What follows belongs to an exercise in optimizing a design on an open flow for small area; a production flow would make more cautious choices. Function was checked by simulation only, so behaviour that the tests miss may differ from the original.

==> run a <==
==> flow/design.v (excerpt) <==
module hall_tracker (
    input  wire        clk,
    input  wire        rst,
    input  wire        hdir,
    input  wire [10:0] hofs,
    input  wire [8:0]  spdto,
    input  wire [6:0]  invmax,
    input  wire [15:0] cpmm,
    input  wire        cmd_valid,
    output wire        cmd_ready,
    input  wire [1:0]  cmd_op,
    input  wire [31:0] cmd_tgate,
    input  wire [2:0]  cmd_hst,
    input  wire        cmd_ovf,
    input  wire [1:0]  cmd_ne,
    input  wire [31:0] cmd_ts0,
    input  wire [2:0]  cmd_st0,
    input  wire [31:0] cmd_ts1,
    input  wire [2:0]  cmd_st1,
    input  wire [31:0] cmd_delta,
    output reg  [2:0]  hstate,
    output reg  [2:0]  sector,
    output reg         still,
    output reg         dir,
    output reg  [1:0]  posq,
    output reg         hinv,
    output reg         hflt,
    output reg         hskip,
    output reg         spdsat,
    output reg         edgeovr,
    output reg         nots,
    output reg  [15:0] raw,
    output reg  [31:0] track,
    output reg  [31:0] pos,
    output reg  [15:0] spd,
    output reg  [15:0] v4,
    output reg  [31:0] edget,
    output wire [31:0] edgei,
    output reg  [10:0] elpos,
    output reg  [7:0]  frac,
    output reg  [7:0]  invcnt,
    output reg  [7:0]  skipcnt,
    output reg  [7:0]  ovrcnt,
    output reg  [7:0]  misscnt
);
Settings: LEC_CHECK=0, ABC_AREA=1, CAP_MARGIN=20, CORE_MARGIN=2, CORE_UTILIZATION=40, CTS_BUF_LIST=sky130_fd_sc_hd__clkbuf_8, SLEW_MARGIN=20; clock period 20.0 ns.
standard.sh (not shown) runs the stock make flow with config.mk's settings and CLKGATE_MAP_FILE= SYNTH_SCRIPT=/design/flow/synth_recipe.tcl, a recipe that flattens the netlist after the stock synthesis.
==> flow/flow/run.sh <==
#!/bin/bash
# Standard layout, with plain buf_1 cells as the port buffers.
set -euo pipefail
export BUFFER_PORTS_ARGS="-buffer_cell sky130_fd_sc_hd__buf_1"
bash standard.sh > standard.log 2>&1
==> run b: changes against run a <==
--- a/flow/design.v
+++ b/flow/design.v
@@ -104,15 +104,13 @@
                      S_P7   = 6'd35,
                      S_P8   = 6'd36,
                      S_RH   = 6'd37,
                      S_P9   = 6'd38,
                      S_VA   = 6'd39,
                      S_VB   = 6'd40,
-                     S_CLR  = 6'd41,
-                     S_RAW  = 6'd42,
-                     S_PST2 = 6'd43;
+                     S_CLR  = 6'd41;
     localparam [37:0] K1 = 38'd100000000000;    
     reg [5:0] st;
     reg [5:0] cnt;
     assign cmd_ready = (st == S_IDLE);
     wire   clr = (st == S_CLR);
     reg        missed;
@@ -168,16 +166,12 @@
             for (i = 0; i < 8; i = i + 1) begin
                 inc8[i] = v[i] ^ c;
                 c = c & v[i];
             end
         end
     endfunction
-    wire [7:0] inc_in = (st == S_IDLE) ? (cmd_op[0] ? misscnt : ovrcnt) :
-                        (st == S_REC)  ? skipcnt :
-                        (st == S_POST) ? invcnt : invrun;
-    wire [7:0] inc_out = inc8(inc_in);
     function [5:0] inc6;
         input [5:0] v;
         reg c;
         integer i;
         begin
             c = 1'b1;
@@ -219,13 +213,13 @@
     always @* begin
         case (rsel)
             3'd0: rsx = rs1;
             3'd1: rsx = rs2;
             3'd2: rsx = rs3;
             3'd3: rsx = rs_cur;
-            default: rsx = neg_r ? (two_r ? 4'hE : 4'hF) : (two_r ? 4'd2 : 4'd1);
+            default: rsx = rec_cnt;
         endcase
     end
     always @* begin
         case (asel)
             A_RB:    ga = rb;
             A_RBSH:  ga = {rb[30:0], q1b};
@@ -263,13 +257,13 @@
     hall_add #(.W(4)) u_rs (.a(rs_cur), .b(rec_cnt), .ci(1'b0), .s(rs_add), .co());
     always @* begin
         asel = A_ZERO; bsel = B_ZERO; ginv = 1'b0; gcin = 1'b0;
         hi3 = 3'd0; rsel = 3'd4; dbx = 1'b0; sa_bit = 1'b0;
         case (st)
             S_TO:   begin asel = A_ACC; bsel = B_ASH2; end
-            S_RAW:  begin asel = A_RAW; bsel = B_RS; end
+            S_REC:  begin asel = A_RAW; bsel = B_RS; end
             S_E1:   begin asel = ri[0] ? A_Y : A_RB; bsel = B_EDGET; ginv = 1'b1; gcin = 1'b1; end
             S_E2:   begin asel = A_ACC; bsel = B_RB; ginv = 1'b1; gcin = 1'b1; end
             S_E3:   begin asel = A_RB; bsel = B_EDGET; end
             S_SDIV: begin
                 if (cnt != 6'd0) begin
                     asel = A_RBSH; bsel = B_DB; ginv = 1'b1; gcin = 1'b1;
@@ -317,24 +311,20 @@
                     OP_FRAME, OP_MISSED: st <= S_TO;
                     OP_REHOME:           st <= S_RH;
                     default:             ;
                 endcase
             end
             S_TO:   if (cnt == 6'd4) st <= missed ? S_SY1 : S_REC;
-            S_REC:  if (rec_count) st <= S_RAW;
+            S_REC:  if (rec_count && rec_edge) st <= S_E1;
                     else if (ri == ne_r) st <= S_POST;
-            S_RAW:  if (rec_edge) st <= S_E1;
-                    else if (ri == ne_r) st <= S_POST;
-                    else st <= S_REC;
             S_E1:   st <= S_E2;
             S_E2:   st <= S_E3;
             S_E3:   st <= divgo ? S_SDIV : S_REC;
             S_SDIV: if (cnt == 6'd38) st <= S_SFIN;
             S_SFIN: st <= S_REC;
-            S_POST: st <= S_PST2;
-            S_PST2: st <= S_SY1;
+            S_POST: st <= S_SY1;
             S_SY1:  st <= S_SY2;
             S_SY2:  st <= S_SY3;
             S_SY3:  st <= S_FR0;
             S_FR0:  st <= (seen && !still && !nots && nival != 2'd0) ? S_FR1 : S_D1;
             S_FR1:  st <= S_FR2;
             S_FR2:  st <= gco ? S_D1 : S_FR3;
@@ -399,24 +389,23 @@
                 inval_l <= 1'b0;
                 dbsel   <= 1'b0;
                 missed  <= cmd_op[0];
                 rs_cur  <= 4'd0;
             end
             S_REC: begin
-                if (!rec_count) ri <= ri + 2'd1;
+                if (!(rec_count && rec_edge)) ri <= ri + 2'd1;
                 if (!rec_valid) begin
                     if (rec_edge) inval_e <= 1'b1;
                     else          inval_l <= 1'b1;
                 end
                 if (rec_count) begin
                     rs_cur <= rs_add;
                     neg_r  <= rec_neg;
                     two_r  <= rec_two;
                 end
             end
-            S_RAW: if (!rec_edge) ri <= ri + 2'd1;
             S_E1: rb <= gout;                
             S_E2: begin
                 divgo <= !(!tlast_ok || still || !gco || first);
                 if (!(!tlast_ok || still || !gco || first)) begin
                     ival1 <= ival0;
                     ival0 <= rb[25:0];
@@ -514,16 +503,16 @@
                     pos <= cmd_tgate;
                     {v4, elpos[9:0]} <= {12'd0, spdto, 5'd0};
                     if (cmd_op == OP_FRAME) begin
                         hstate <= cmd_hst;
                         if (cmd_ovf) begin
                             edgeovr <= 1'b1;
-                            ovrcnt  <= inc_out;
+                            ovrcnt  <= inc8(ovrcnt);
                         end
                     end else begin
-                        misscnt <= inc_out;
+                        misscnt <= inc8(misscnt);
                         nots    <= 1'b1;
                         first   <= 1'b1;
                     end
                 end
                 OP_REHOME: ;
                 default: begin
@@ -539,18 +528,19 @@
                 if (!rec_valid) begin
                 end else if (!ref_ok) begin
                     sector <= rec_sec;
                     ref_ok <= 1'b1;
                 end else if (rec_d == 3'd3) begin
                     hskip   <= 1'b1;
-                    skipcnt <= inc_out;
+                    skipcnt <= inc8(skipcnt);
                     if (posq == 2'd2) posq <= 2'd1;
                     sector  <= rec_sec;
                     nots    <= 1'b1;
                     first   <= 1'b1;
                 end else if (rec_d != 3'd0) begin
+                    raw     <= gout[15:0];
                     sector  <= rec_sec;
                     seen    <= 1'b1;
                     lastpos <= !rec_neg;
                     dir     <= rec_neg;
                     if (!rec_edge) begin
                         nots  <= 1'b1;
@@ -569,13 +559,12 @@
                     ez    <= 1'b1;
                 end
                 still    <= 1'b0;
                 first    <= 1'b0;
                 tlast_ok <= 1'b1;
             end
-            S_RAW: raw <= gout[15:0];
             S_E3: edget <= gout;
             S_SDIV: if (cnt != 6'd0) spd <= {spd[14:0], gco};
             S_SFIN: begin
                 if (sat) begin
                     spd    <= neg_r ? 16'h8001 : 16'h7FFF;
                     spdsat <= 1'b1;
@@ -586,19 +575,17 @@
                 nival <= {nival[1] | nival[0], ~nival[1] & ~nival[0]};
                 nots  <= 1'b0;
             end
             S_POST: begin
                 if (inval_e || inval_l) begin
                     hinv   <= 1'b1;
-                    invcnt <= inc_out;
+                    invcnt <= inc8(invcnt);
                 end
-            end
-            S_PST2: begin
                 if (inval_l) begin
-                    invrun <= inc_out;
-                    if (inc_out == {1'b0, invmax}) begin
+                    invrun <= inc8(invrun);
+                    if (inc8(invrun) == {1'b0, invmax}) begin
                         hflt <= 1'b1;
                         if (posq == 2'd2) posq <= 2'd1;
                     end
                 end else begin
                     invrun <= 8'd0;
                 end
==> flow/run.sh (new file) <==
#!/bin/bash
# synth_recipe.tcl (not shown) runs the flow's synth.tcl, then flattens the netlist and writes it again
# the make line also repeats each setting of config.mk as NAME=value (left out here)
make -C /OpenROAD-flow-scripts/flow DESIGN_CONFIG=/design/flow/config.mk WORK_HOME=/design/flow/orfs CLKGATE_MAP_FILE= SYNTH_SCRIPT=/design/flow/synth_recipe.tcl finish
CTS_BUF_LIST = not set   (was sky130_fd_sc_hd__clkbuf_8)
removed: flow/flow/run.sh
removed: flow/standard.sh
==> comparison table <==
| metric | run a | run b |
|---|---|---|
| Run status | timing/DRC/antenna clean | timing/DRC/antenna clean |
| Worst endpoint required time | 20.42 ns | 20.34 ns |
| Sequential fraction of total cell area | 0.447 | 0.401 |
| M1 WL | 45,000 um | 53,000 um |
| Fmax | 51.2 MHz | 51.3 MHz |
| GR Layer Usage met3 | 0.0906 | 0.117 |
| Headroom to the max-slew limit | 0.222 | 0.240 |
| Number of antenna violations at the first check in global routing | 7 | 2 |
| Buffers inserted during post-CTS setup optimization | 0 | 2 |
| Cell variety after synth | 64 | 63 |
| Initial core utilization | 0.406 | 0.403 |
| Area share of the leading cell type in the synthesized netlist | 0.516 | 0.502 |
| Non-clock inverter count in the final layout | 294 | 378 |
| H-tree levels | 3 | 2 |
| Routability congestion estimate | 0.996 | 0.986 |
| Top Usage Layer GRT | met2 | met1 |
| Total Die Area | 66,100 sq um | 68,000 sq um |
| Final-layout clock buffer total | 84 | 68 |

[port drivers added, routing unchanged]
No port has a modelled driver above. Below, the same layouts with a new extraction and two added sets of constraints. Step 1 assumes that a clkbuf_16 drives the clock port and a buf_2 every other input. Step 2, shift: input delay + t, output delay - t, t = (earliest + latest rising clock arrival at the registers) / 2. This alone moves slack from input paths to output paths. Slacks: ideal ports / drivers / drivers and shift; pairs: ideal ports / drivers.
| run | t (ns) | setup slack, ns | worst setup path at the end | latest minus earliest clock arrival (ns) | worst data-port slew with drivers (ns) |
|---|---|---|---|---|---|
| run a | 0.753 | 0.456 / 0.497 / -0.256 | input to register | 0.046 / 0.046 | 0.08 |
| run b | 0.682 | 0.512 / 0.526 / -0.157 | input to register | 0.033 / 0.033 | 0.07 |
Met with ideal ports but missed after step 2: setup timing in run a and run b. For run a, which loses most, drivers alone change the setup slack by +0.041 ns; drivers and shift together by -0.712 ns.
